Context: an optimization exercise on an open-source flow, tuned for small area and a short achievable clock period. The choices shown serve that exercise and are no tape-out recipe.
RTL that was checked went through simulation tests only; none was proved equivalent to the original.
Power is estimated from default activity; no workload was simulated.

== v6 ==
==> flow/design.v <==
module cvt_lane (
    input  wire        clk,
    input  wire        rst,
    input  wire        in_valid,
    input  wire [31:0] in_src,       
    input  wire [7:0]  in_e,         
    input  wire [3:0]  in_fmt,       
    input  wire [1:0]  in_rm,        
    input  wire        in_sat,       
    input  wire [23:0] in_u,         
    output reg         out_valid,
    output reg  [31:0] out_res,      
    output reg         out_invalid,
    output reg         out_overflow
);
    function automatic [10:0] add11(input [10:0] a, input [10:0] b, input cin);
        reg [10:0] g, p, G, P;
        integer i;
        begin
            g = a & b;
            p = a ^ b;
            G = g;
            P = p;
            for (i = 10; i >= 1; i = i - 1) begin G[i] = G[i] | (P[i] & G[i-1]); P[i] = P[i] & P[i-1]; end
            for (i = 10; i >= 2; i = i - 1) begin G[i] = G[i] | (P[i] & G[i-2]); P[i] = P[i] & P[i-2]; end
            for (i = 10; i >= 4; i = i - 1) begin G[i] = G[i] | (P[i] & G[i-4]); P[i] = P[i] & P[i-4]; end
            for (i = 10; i >= 8; i = i - 1) begin G[i] = G[i] | (P[i] & G[i-8]); P[i] = P[i] & P[i-8]; end
            add11[0] = p[0] ^ cin;
            for (i = 1; i <= 10; i = i + 1)
                add11[i] = p[i] ^ (G[i-1] | (P[i-1] & cin));
        end
    endfunction
    reg va, vb, vc;
    always @(posedge clk) begin
        if (rst) begin
            va <= 1'b0; vb <= 1'b0; vc <= 1'b0; out_valid <= 1'b0;
        end else begin
            va <= in_valid; vb <= va; vc <= vb; out_valid <= vc;
        end
    end
    wire [7:0] E0 = in_src[30:23];
    reg        a_s, a_Ez, a_Ex, a_sat;
    reg [22:0] a_F;
    reg [9:0]  a_X;
    reg        a_int, a_i32, a_e5, a_e4, a_h, a_bf, a_sp;
    reg [1:0]  a_rm;
    reg [23:0] a_u;
    always @(posedge clk) begin
        a_s   <= in_src[31];
        a_F   <= in_src[22:0];
        a_Ez  <= ~|E0;
        a_Ex  <= &E0;
        a_X   <= add11({3'b000, E0}, ~{{3{in_e[7]}}, in_e}, 1'b1);
        a_int <= in_fmt[3];
        a_i32 <= in_fmt[3] & in_fmt[2];
        a_e5  <= ~in_fmt[3] & in_fmt[2];
        a_e4  <= ~in_fmt[3] & ~in_fmt[2] & in_fmt[1] & in_fmt[0];
        a_h   <= ~in_fmt[3] & ~in_fmt[2] & in_fmt[1] & ~in_fmt[0];
        a_bf  <= ~in_fmt[3] & ~in_fmt[2] & ~in_fmt[1] & in_fmt[0];
        a_sp  <= ~in_fmt[3] & ~in_fmt[2] & ~in_fmt[1] & ~in_fmt[0];
        a_rm  <= in_rm;
        a_sat <= in_sat;
        a_u   <= in_u;
    end
    wire               Ez1 = a_Ez;
    wire        [22:0] F1  = a_F;
    wire               Fz1 = ~|F1;
    wire signed [10:0] X1  = {a_X[9], a_X};       
    wire nan1  = a_Ex & ~Fz1;
    wire snan1 = nan1 & ~F1[22];
    wire inf1  = a_Ex & Fz1;
    wire zero1 = Ez1 & Fz1;
    wire i_int1 = a_int;
    wire i_e5_1 = a_e5;
    wire i_e4_1 = a_e4;
    wire i_h_1  = a_h;
    wire i_bf_1 = a_bf;
    wire i_sp_1 = a_sp;
    wire [2:0] fc1 = {a_e5 | a_int, a_int | a_h | a_e4, a_bf | a_e4 | (a_int & a_i32)};
    reg [4:0] clz1;
    integer k;
    always @(*) begin
        clz1 = 5'd23;
        for (k = 0; k < 23; k = k + 1)
            if (F1[k]) clz1 = 5'd22 - k[4:0];
    end
    wire [4:0] lzf1 = Ez1 ? clz1 : 5'd0;
    wire [23:0] M1 = {~Ez1, F1};
    reg  [4:0]  ctz1;
    always @(*) begin
        ctz1 = 5'd24;
        for (k = 23; k >= 0; k = k - 1)
            if (M1[k]) ctz1 = k[4:0];
    end
    reg [8:0] C1;
    reg [4:0] nn1;
    reg [8:0] Ymax1, Ymin1;
    always @(*) begin
        C1    = ({9{i_int1}} & 9'd150) | ({9{i_e5_1}} & 9'd134) | ({9{i_e4_1}} & 9'd141) |
                ({9{i_h_1}}  & 9'd126) | ({9{i_bf_1}} & 9'd17)  | ({9{i_sp_1}} & 9'd1);
        nn1   = ({5{i_e5_1}} & 5'd21)  | ({5{i_e4_1}} & 5'd20)  | ({5{i_h_1}}  & 5'd13) |
                ({5{i_bf_1}} & 5'd16);
        Ymax1 = ({9{i_e5_1 | i_h_1}} & 9'd142) | ({9{i_e4_1}} & 9'd135) |
                ({9{i_bf_1 | i_sp_1}} & 9'd254);
        Ymin1 = ({9{i_e5_1 | i_h_1}} & 9'd113) | ({9{i_e4_1}} & 9'd121) |
                ({9{i_bf_1 | i_sp_1}} & 9'd1);
    end
    wire signed [10:0] nsub32 = add11({2'd0, C1} + 11'd32, ~X1, ~Ez1);
    wire        [6:0]  nnrm32 = {2'd0, nn1} + 7'd32 - {2'd0, lzf1} - {6'd0, Ez1};
    wire signed [10:0] Y1     = add11(X1, ~{6'd0, lzf1}, 1'b1);           
    wire signed [10:0] Xm1    = add11(X1, ~{2'd0, Ymin1}, 1'b1);
    wire               normal1 = ~i_int1 & ~zero1 & ~Xm1[10] & ((|Xm1[9:5]) | (Xm1[4:0] >= lzf1));
    wire        [6:0]  shs1   = nsub32[10] ? 7'd0 : (|nsub32[9:7]) ? 7'd127 : nsub32[6:0];
    wire        [6:0]  sh1    = normal1 ? nnrm32 : shs1;
    wire        [6:0]  ctz33  = {2'd0, ctz1} + 7'd33;
    wire               blw_s1 = (nsub32 > $signed({4'd0, ctz33}));
    wire               blw_n1 = (nnrm32 > ctz33);
    wire               below1 = normal1 ? blw_n1 : blw_s1;
    wire               yeq1    = ~Ez1 & (X1 == $signed({2'd0, Ymax1}));
    wire               fbig1   = ~Ez1 & ((X1 > $signed({2'd0, Ymax1})) | (i_e4_1 & yeq1 & (&F1[22:20])));
    wire               ibig1   = (nsub32 <= 11'sd23);
    wire               spec1   = nan1 | inf1;
    reg [23:0] Mx1;
    reg [7:0]  efx1;
    always @(*) begin
        if (i_int1) begin
            Mx1  = 24'd0;
            efx1 = 8'd0;
        end else if (nan1 | (inf1 & i_e4_1)) begin
            Mx1  = i_e4_1 ? 24'hF0_0000 : 24'hC0_0000;
            efx1 = i_e4_1 ? 8'h0F : (i_h_1 | i_e5_1) ? 8'h1F : 8'hFF;
        end else if (inf1) begin
            Mx1  = 24'h80_0000;
            efx1 = (i_h_1 | i_e5_1) ? 8'h1F : 8'hFF;
        end else begin
            Mx1  = i_sp_1 ? 24'hFF_FFFF : i_bf_1 ? 24'hFF_0000 : i_h_1 ? 24'hFF_E000 : 24'hE0_0000;
            efx1 = i_e4_1 ? 8'h0F : (i_h_1 | i_e5_1) ? 8'h1E : 8'hFE;
        end
    end
    wire        force1 = spec1 | (~i_int1 & fbig1);
    wire [23:0] Mb1    = force1 ? Mx1 : M1;
    wire [7:0]  ef1    = force1 ? efx1 :
                         ~normal1 ? 8'd0 :
                         i_e4_1 ? {4'd0, ~Y1[3], Y1[2:0]} :
                         (i_h_1 | i_e5_1) ? {3'd0, ~Y1[4], Y1[3:0]} : Y1[7:0];
    wire        big1   = i_int1 ? (~nan1 & (ibig1 | inf1)) : (fbig1 & ~spec1);
    wire        inv1   = i_int1 ? spec1 : (snan1 | (inf1 & i_e4_1));
    wire        s1     = a_s & ~nan1;
    reg        b_s, b_below, b_big, b_yeq, b_sat, b_inv;
    reg [23:0] b_M, b_u;
    reg [6:0]  b_sh;
    reg [7:0]  b_ef;
    reg [2:0]  b_fmt;
    reg [1:0]  b_rm;
    always @(posedge clk) begin
        b_s     <= s1;
        b_M     <= Mb1;
        b_sh    <= sh1;
        b_below <= below1;
        b_big   <= big1;
        b_yeq   <= yeq1 & ~spec1;
        b_ef    <= ef1;
        b_fmt   <= fc1;
        b_rm    <= a_rm;
        b_sat   <= a_sat;
        b_u     <= a_u;
        b_inv   <= inv1;
    end
    wire [79:0] win2  = {b_M, 56'd0} >> b_sh;
    wire [31:0] kept2 = win2[55:24];
    wire [23:0] frac2 = win2[23:0];
    reg ru2;
    always @(*) begin
        case (b_rm)
            2'd0:    ru2 = frac2[23] & (b_below | kept2[0]);
            2'd1:    ru2 = (frac2 > b_u);
            default: ru2 = 1'b0;
        endcase
    end
    reg        c_s, c_ru, c_big, c_yeq, c_sat, c_inv;
    reg [31:0] c_kept;
    reg [7:0]  c_ef;
    reg [2:0]  c_fmt;
    always @(posedge clk) begin
        c_s    <= b_s;
        c_kept <= kept2;
        c_ru   <= ru2;
        c_big  <= b_big;
        c_yeq  <= b_yeq;
        c_ef   <= b_ef;
        c_fmt  <= b_fmt;
        c_sat  <= b_sat;
        c_inv  <= b_inv;
    end
    wire i_int3 = c_fmt[2] & c_fmt[1];
    wire i_i8_3 = c_fmt[2] & c_fmt[1] & ~c_fmt[0];
    wire i_e5_3 = c_fmt[2] & ~c_fmt[1];
    wire i_e4_3 = ~c_fmt[2] & c_fmt[1] & c_fmt[0];
    wire i_h_3  = ~c_fmt[2] & c_fmt[1] & ~c_fmt[0];
    wire i_bf_3 = ~c_fmt[2] & ~c_fmt[1] & c_fmt[0];
    reg [30:0] pk3;
    always @(*) begin
        if (i_e5_3)      pk3 = {24'd0, c_ef[4:0], c_kept[1:0]};
        else if (i_e4_3) pk3 = {24'd0, c_ef[3:0], c_kept[2:0]};
        else if (i_h_3)  pk3 = {16'd0, c_ef[4:0], c_kept[9:0]};
        else if (i_bf_3) pk3 = {16'd0, c_ef[7:0], c_kept[6:0]};
        else             pk3 = {c_ef[7:0], c_kept[22:0]};
    end
    wire m_ones3 = i_e5_3 ? (&c_kept[1:0]) :
                   i_e4_3 ? (c_kept[2:0] == 3'b110) :
                   i_h_3  ? (&c_kept[9:0]) :
                   i_bf_3 ? (&c_kept[6:0]) : (&c_kept[22:0]);
    wire late3   = c_yeq & m_ones3;
    wire [31:0] inc_a = i_int3 ? (c_kept ^ {32{c_s}}) : {1'b0, pk3};
    wire        inc_c = i_int3 ? (c_s ^ c_ru) : (c_ru & ~late3);
    wire [31:0] inc3  = inc_a + {31'd0, inc_c};
    wire iovf8   = c_big | (|c_kept[31:8]) |
                   (c_s ? (c_kept[7] & ((|c_kept[6:0]) | c_ru))
                        : (c_kept[7] | ((&c_kept[6:0]) & c_ru)));
    wire iovf32  = c_big | (c_kept[31] & (~c_s | (|c_kept[30:0])));
    wire isat3   = c_sat & (i_i8_3 ? iovf8 : iovf32);
    wire [31:0] sgn3 = i_int3 ? 32'd0 :
                       (i_e5_3 | i_e4_3) ? {24'd0, c_s, 7'd0} :
                       (i_h_3 | i_bf_3)  ? {16'd0, c_s, 15'd0} : {c_s, 31'd0};
    wire [31:0] bnd3 = i_i8_3 ? {24'd0, c_s, {7{~c_s}}} : {c_s, {31{~c_s}}};
    wire [31:0] res3 = (i_int3 & isat3) ? bnd3 :
                       ((i_i8_3 ? {24'd0, inc3[7:0]} : inc3) | sgn3);
    wire        ovf3 = i_int3 ? (isat3 & ~c_inv) : (c_big | (late3 & c_ru));
    always @(posedge clk) begin
        out_res      <= res3;
        out_invalid  <= c_inv;
        out_overflow <= ovf3;
    end
endmodule
clock: 15.0 ns
lec_check: 0
abc_area: 1
cap_margin: 20
core_margin: 2
core_utilization: 40
place_density: 0.6
setup_slack_margin: 0.5
slew_margin: 20
run.sh (not shown) runs the stock make flow with config.mk's settings and CLKGATE_MAP_FILE= SYNTH_SCRIPT=/design/flow/synth_recipe.tcl, a recipe that flattens the netlist after the stock synthesis.
--- input diff v6..v7 ---
--- a/flow/design.v
+++ b/flow/design.v
@@ -38,22 +38,23 @@
             va <= in_valid; vb <= va; vc <= vb; out_valid <= vc;
         end
     end
     wire [7:0] E0 = in_src[30:23];
     reg        a_s, a_Ez, a_Ex, a_sat;
     reg [22:0] a_F;
-    reg [9:0]  a_X;
+    reg [7:0]  a_E, a_e;
     reg        a_int, a_i32, a_e5, a_e4, a_h, a_bf, a_sp;
     reg [1:0]  a_rm;
     reg [23:0] a_u;
     always @(posedge clk) begin
         a_s   <= in_src[31];
         a_F   <= in_src[22:0];
         a_Ez  <= ~|E0;
         a_Ex  <= &E0;
-        a_X   <= add11({3'b000, E0}, ~{{3{in_e[7]}}, in_e}, 1'b1);
+        a_E   <= E0;
+        a_e   <= in_e;
         a_int <= in_fmt[3];
         a_i32 <= in_fmt[3] & in_fmt[2];
         a_e5  <= ~in_fmt[3] & in_fmt[2];
         a_e4  <= ~in_fmt[3] & ~in_fmt[2] & in_fmt[1] & in_fmt[0];
         a_h   <= ~in_fmt[3] & ~in_fmt[2] & in_fmt[1] & ~in_fmt[0];
         a_bf  <= ~in_fmt[3] & ~in_fmt[2] & ~in_fmt[1] & in_fmt[0];
@@ -62,13 +63,13 @@
         a_sat <= in_sat;
         a_u   <= in_u;
     end
     wire               Ez1 = a_Ez;
     wire        [22:0] F1  = a_F;
     wire               Fz1 = ~|F1;
-    wire signed [10:0] X1  = {a_X[9], a_X};       
+    wire signed [10:0] X1  = add11({3'b000, a_E}, ~{{3{a_e[7]}}, a_e}, 1'b1);   
     wire nan1  = a_Ex & ~Fz1;
     wire snan1 = nan1 & ~F1[22];
     wire inf1  = a_Ex & Fz1;
     wire zero1 = Ez1 & Fz1;
     wire i_int1 = a_int;
     wire i_e5_1 = a_e5;
@@ -176,31 +177,30 @@
             2'd1:    ru2 = (frac2 > b_u);
             default: ru2 = 1'b0;
         endcase
     end
     reg        c_s, c_ru, c_big, c_yeq, c_sat, c_inv;
     reg [31:0] c_kept;
-    reg [7:0]  c_ef;
     reg [2:0]  c_fmt;
     always @(posedge clk) begin
         c_s    <= b_s;
-        c_kept <= kept2;
+        c_kept <= {kept2[31:24] | b_ef, kept2[23:0]};
         c_ru   <= ru2;
         c_big  <= b_big;
         c_yeq  <= b_yeq;
-        c_ef   <= b_ef;
         c_fmt  <= b_fmt;
         c_sat  <= b_sat;
         c_inv  <= b_inv;
     end
     wire i_int3 = c_fmt[2] & c_fmt[1];
     wire i_i8_3 = c_fmt[2] & c_fmt[1] & ~c_fmt[0];
     wire i_e5_3 = c_fmt[2] & ~c_fmt[1];
     wire i_e4_3 = ~c_fmt[2] & c_fmt[1] & c_fmt[0];
     wire i_h_3  = ~c_fmt[2] & c_fmt[1] & ~c_fmt[0];
     wire i_bf_3 = ~c_fmt[2] & ~c_fmt[1] & c_fmt[0];
+    wire [7:0] c_ef = c_kept[31:24];
     reg [30:0] pk3;
     always @(*) begin
         if (i_e5_3)      pk3 = {24'd0, c_ef[4:0], c_kept[1:0]};
         else if (i_e4_3) pk3 = {24'd0, c_ef[3:0], c_kept[2:0]};
         else if (i_h_3)  pk3 = {16'd0, c_ef[4:0], c_kept[9:0]};
         else if (i_bf_3) pk3 = {16'd0, c_ef[7:0], c_kept[6:0]};
### Flow results
Diff v6 -> v7: initial core utilization now sits at about the same level; fraction of the cycle the final worst path needs lower; fraction of power consumed by sequential logic +0.4 points; met3 layer usage reported by global route increased 0.77 points; relative contribution of combinational cells to total power decreased by 3.2 points relative to the old numbers.
Sequential cell count, v7 vs v6: down slightly
Reported for v6 and v7, maximum root-to-sink buffer count turned out identical to the last digit.
Any difference in area after synthesis between v7 and v6 is small enough to ignore.
v6 → v7: maximum clock frequency has increased, half-perimeter wire length after placement up 6.6%.
v7 — number of logic stages on the critical path including buffering 5 higher, v6 as reference
Delta (v7 minus v6): clock network power shows an increase of 4.5%, portion of total power attributed to the clock network +2.7 points.
No functional check of the RTL was part of any run of this note.

========
the baseline:
Another version of the RTL of cvt_lane (not shown whole).
For scale: about 1600 cells after synthesis.
export LEC_CHECK = 0
export ABC_AREA = 1
export CAP_MARGIN = 20
export CORE_MARGIN = 2
export CORE_UTILIZATION = 60
export CTS_CLUSTER_DIAMETER = 100
export CTS_CLUSTER_SIZE = 30
export PLACE_DENSITY = 0.75
export SETUP_SLACK_MARGIN = 0.5
export SLEW_MARGIN = 70
create_clock -name core_clock -period 15.0 [get_ports {clk}]
standard.sh (not shown) runs the stock make flow with config.mk's settings and CLKGATE_MAP_FILE= SYNTH_SCRIPT=/design/flow/synth_recipe.tcl, a recipe that flattens the netlist after the stock synthesis.
==> flow/flow/run.sh <==
#!/bin/bash
# Own flow: the standard layout, with one change to synthesis: the
# combinational logic is mapped by flow/abc_area.script (a delay-targeted
# map with area recovery, then ABC's buffering and sizing) and Yosys's
# full/half-adder extraction is skipped.  Registers, their names and their
# cells are exactly as in the standard synthesis.  Every input port gets a
# buf_1 buffer and every output port a buf_2 (the standard flow puts
# clkdlybuf4s50_1 on both).
set -euo pipefail
W=$PWD
rm -rf "$W/scripts_own"
cp -r "$FLOW_HOME/scripts" "$W/scripts_own"
sed -i -e 's/^  extract_fa .*$/  # extract_fa skipped/' \
       -e 's/^  techmap -map \$::env(ADDER_MAP_FILE)$/  # adder map skipped/' \
       "$W/scripts_own/synth.tcl"
grep -q "extract_fa skipped" "$W/scripts_own/synth.tcl"
cp "$W/flow/abc_area.script" "$W/scripts_own/abc_area.script"
# port buffers: buf_1 on the inputs, buf_2 on the outputs
sed -i 's/^    buffer_ports {\*}\[env_var_or_empty BUFFER_PORTS_ARGS\]$/    buffer_ports -inputs -buffer_cell sky130_fd_sc_hd__buf_1\n    buffer_ports -outputs -buffer_cell sky130_fd_sc_hd__buf_2/' \
    "$W/scripts_own/global_place.tcl"
grep -q "buffer_ports -outputs" "$W/scripts_own/global_place.tcl"
bash "$W/standard.sh" SCRIPTS_DIR="$W/scripts_own" finish > "$W/standard.log" 2>&1
==> flow/flow/abc_area.script <==
strash
dch
map -D 2600
strash
dch
map -D 2600
topo
stime -c
buffer -c
upsize -c
dnsize -c
--- input diff the baseline..the candidate ---
--- a/flow/design.v
+++ b/flow/design.v
@@ -33,32 +33,31 @@
     reg va, vb, vc;
     always @(posedge clk) begin
         if (rst) begin
             va <= 1'b0; vb <= 1'b0; vc <= 1'b0; out_valid <= 1'b0;
         end else begin
             va <= in_valid; vb <= va; vc <= vb; out_valid <= vc;
         end
     end
     wire [7:0] E0 = in_src[30:23];
-    reg        a_s, a_sat;
+    reg        a_s;
     reg [22:0] a_F;
     reg [7:0]  a_E, a_e;
     reg [3:0]  a_fmt;
     reg        a_sr;
     reg [23:0] a_u;
     always @(posedge clk) begin
         a_s   <= in_src[31];
         a_F   <= in_src[22:0];
         a_E   <= E0;
         a_e   <= in_e;
-        a_fmt <= in_fmt;
+        a_fmt <= in_fmt[3] ? {1'b1, in_fmt[2], in_sat, 1'b0} : in_fmt;    
         a_sr  <= (in_rm == 2'd1);
-        a_sat <= in_sat;
         a_u   <= {in_u[23:1], (in_rm == 2'd1) ? in_u[0] : (in_rm == 2'd0)};
     end
     wire               Ez1 = ~|a_E;
     wire               Ex1 = &a_E;
     wire        [22:0] F1  = a_F;
     wire               Fz1 = ~|F1;
     wire signed [10:0] X1  = add11({3'b000, a_E}, ~{{3{a_e[7]}}, a_e}, 1'b1);   
     wire nan1  = Ex1 & ~Fz1;
     wire snan1 = nan1 & ~F1[22];
@@ -135,19 +134,19 @@
     reg [6:0]  b_sh;
     reg [7:0]  b_ef;
     reg [2:0]  b_fmt;
     reg        b_sr;
     always @(posedge clk) begin
         b_s     <= s1;
         b_M     <= Mb1;
         b_sh    <= sh1;
         b_big   <= big1;
-        b_ys    <= i_int1 ? a_sat : (yeq1 & ~spec1);    
+        b_ys    <= i_int1 ? a_fmt[1] : (yeq1 & ~spec1);    
         b_ef    <= ef1;
         b_fmt   <= fc1;
         b_sr    <= a_sr;
         b_u     <= a_u;
         b_inv   <= inv1;
     end
     wire [79:0] win2  = {b_M, 56'd0} >> b_sh;
     wire [31:0] kept2 = win2[55:24];
     wire [23:0] frac2 = win2[23:0];
@@ -174,30 +173,31 @@
                   i_bf_2 ? (&kept2[6:0]) : (&kept2[22:0]);
     wire late2  = b_ys & m_top2;
     wire ov8a2  = b_big | (|kept2[31:8]) | (kept2[7] & (~b_s | (|kept2[6:0])));
     wire ov8b2  = b_s ? kept2[7] : (&kept2[6:0]);
     wire ov32a2 = b_big | (kept2[31] & (~b_s | (|kept2[30:0])));
     wire ova2   = i_int2 ? (b_ys & (i_i8_2 ? ov8a2 : ov32a2)) : b_big;
     wire ovb2   = i_int2 ? (b_ys & i_i8_2 & ov8b2) : late2;
     reg        c_s, c_ru, c_ova, c_ovb, c_inv;
     reg [31:0] c_val;
-    reg [2:0]  c_fmt;
+    reg        c_int, c_i8;
     always @(posedge clk) begin
         c_s    <= b_s;
         c_val  <= val2;
         c_ru   <= ru2;
         c_ova  <= ova2;
         c_ovb  <= ovb2;
-        c_fmt  <= b_fmt;
+        c_int  <= i_int2;
+        c_i8   <= i_i8_2;
         c_inv  <= b_inv;
     end
-    wire i_int3 = c_fmt[2] & c_fmt[1];
-    wire i_i8_3 = c_fmt[2] & c_fmt[1] & ~c_fmt[0];
+    wire i_int3 = c_int;
+    wire i_i8_3 = c_i8;
     wire        inc_c = i_int3 ? (c_s ^ c_ru) : (c_ru & ~c_ovb);
     wire [31:0] inc3  = c_val + {31'd0, inc_c};
     wire        isat3 = c_ova | (c_ovb & c_ru);
     wire [31:0] bnd3  = i_i8_3 ? {24'd0, c_s, {7{~c_s}}} : {c_s, {31{~c_s}}};
     wire [31:0] res3  = (i_int3 & isat3) ? bnd3 : {inc3[31:9], inc3[8] & ~i_i8_3, inc3[7:0]};
     wire        ovf3  = i_int3 ? (isat3 & ~c_inv) : (c_ova | (c_ovb & c_ru));
     always @(posedge clk) begin
         out_res      <= res3;
         out_invalid  <= c_inv;
In terms of area added between synthesis and finish, the baseline and the candidate differ only marginally. NOTE: proportion of layout cells with a drive suffix above 1 in the candidate falls short of that of the baseline. On final area, the candidate and the baseline are basically level. The candidate ended up with a lower standard cell core area than the baseline did. In the candidate relative to the baseline, first-pass GRT wire length had gone up by a few percent.
Function not checked in the candidate: the RTL went through the layout flow alone.

==> port drivers added, routing unchanged <==
How much do the figures lean on ideal ports? The routed layouts below were timed once more, with nothing changed but the port constraints. Step 1 assumes that a clkbuf_16 drives the clock port and a buf_2 every other input. Step 2 also shifts input and output timing later by t, the mid clock arrival at the registers, as if the neighbouring blocks saw the same clock. Three values: no drivers, after step 1, after step 2; two values: the first two.
| run | t, ns | setup WS [ns] | worst setup path at the end | slew at the worst register clock pin (ns) | pins driven straight from the clock port |
|---|---|---|---|---|---|
| v6 | 0.577 | 10.020 / 10.048 / 9.470 | input to register | 0.07 / 0.07 | 1 |
| v7 | 0.592 | 10.467 / 10.467 / 10.467 | register to register | 0.06 / 0.06 | 1 |
| the baseline | 0.514 | 11.061 / 11.017 / 11.199 | register to register | 0.12 / 0.12 | 1 |
| the candidate | 0.506 | 11.071 / 11.024 / 11.079 | register to register | 0.11 / 0.11 | 1 |
After both steps setup and hold are still met in every run listed. The setup slack of v6, which loses most, moves by +0.028 ns with the drivers and by -0.550 ns with both steps.
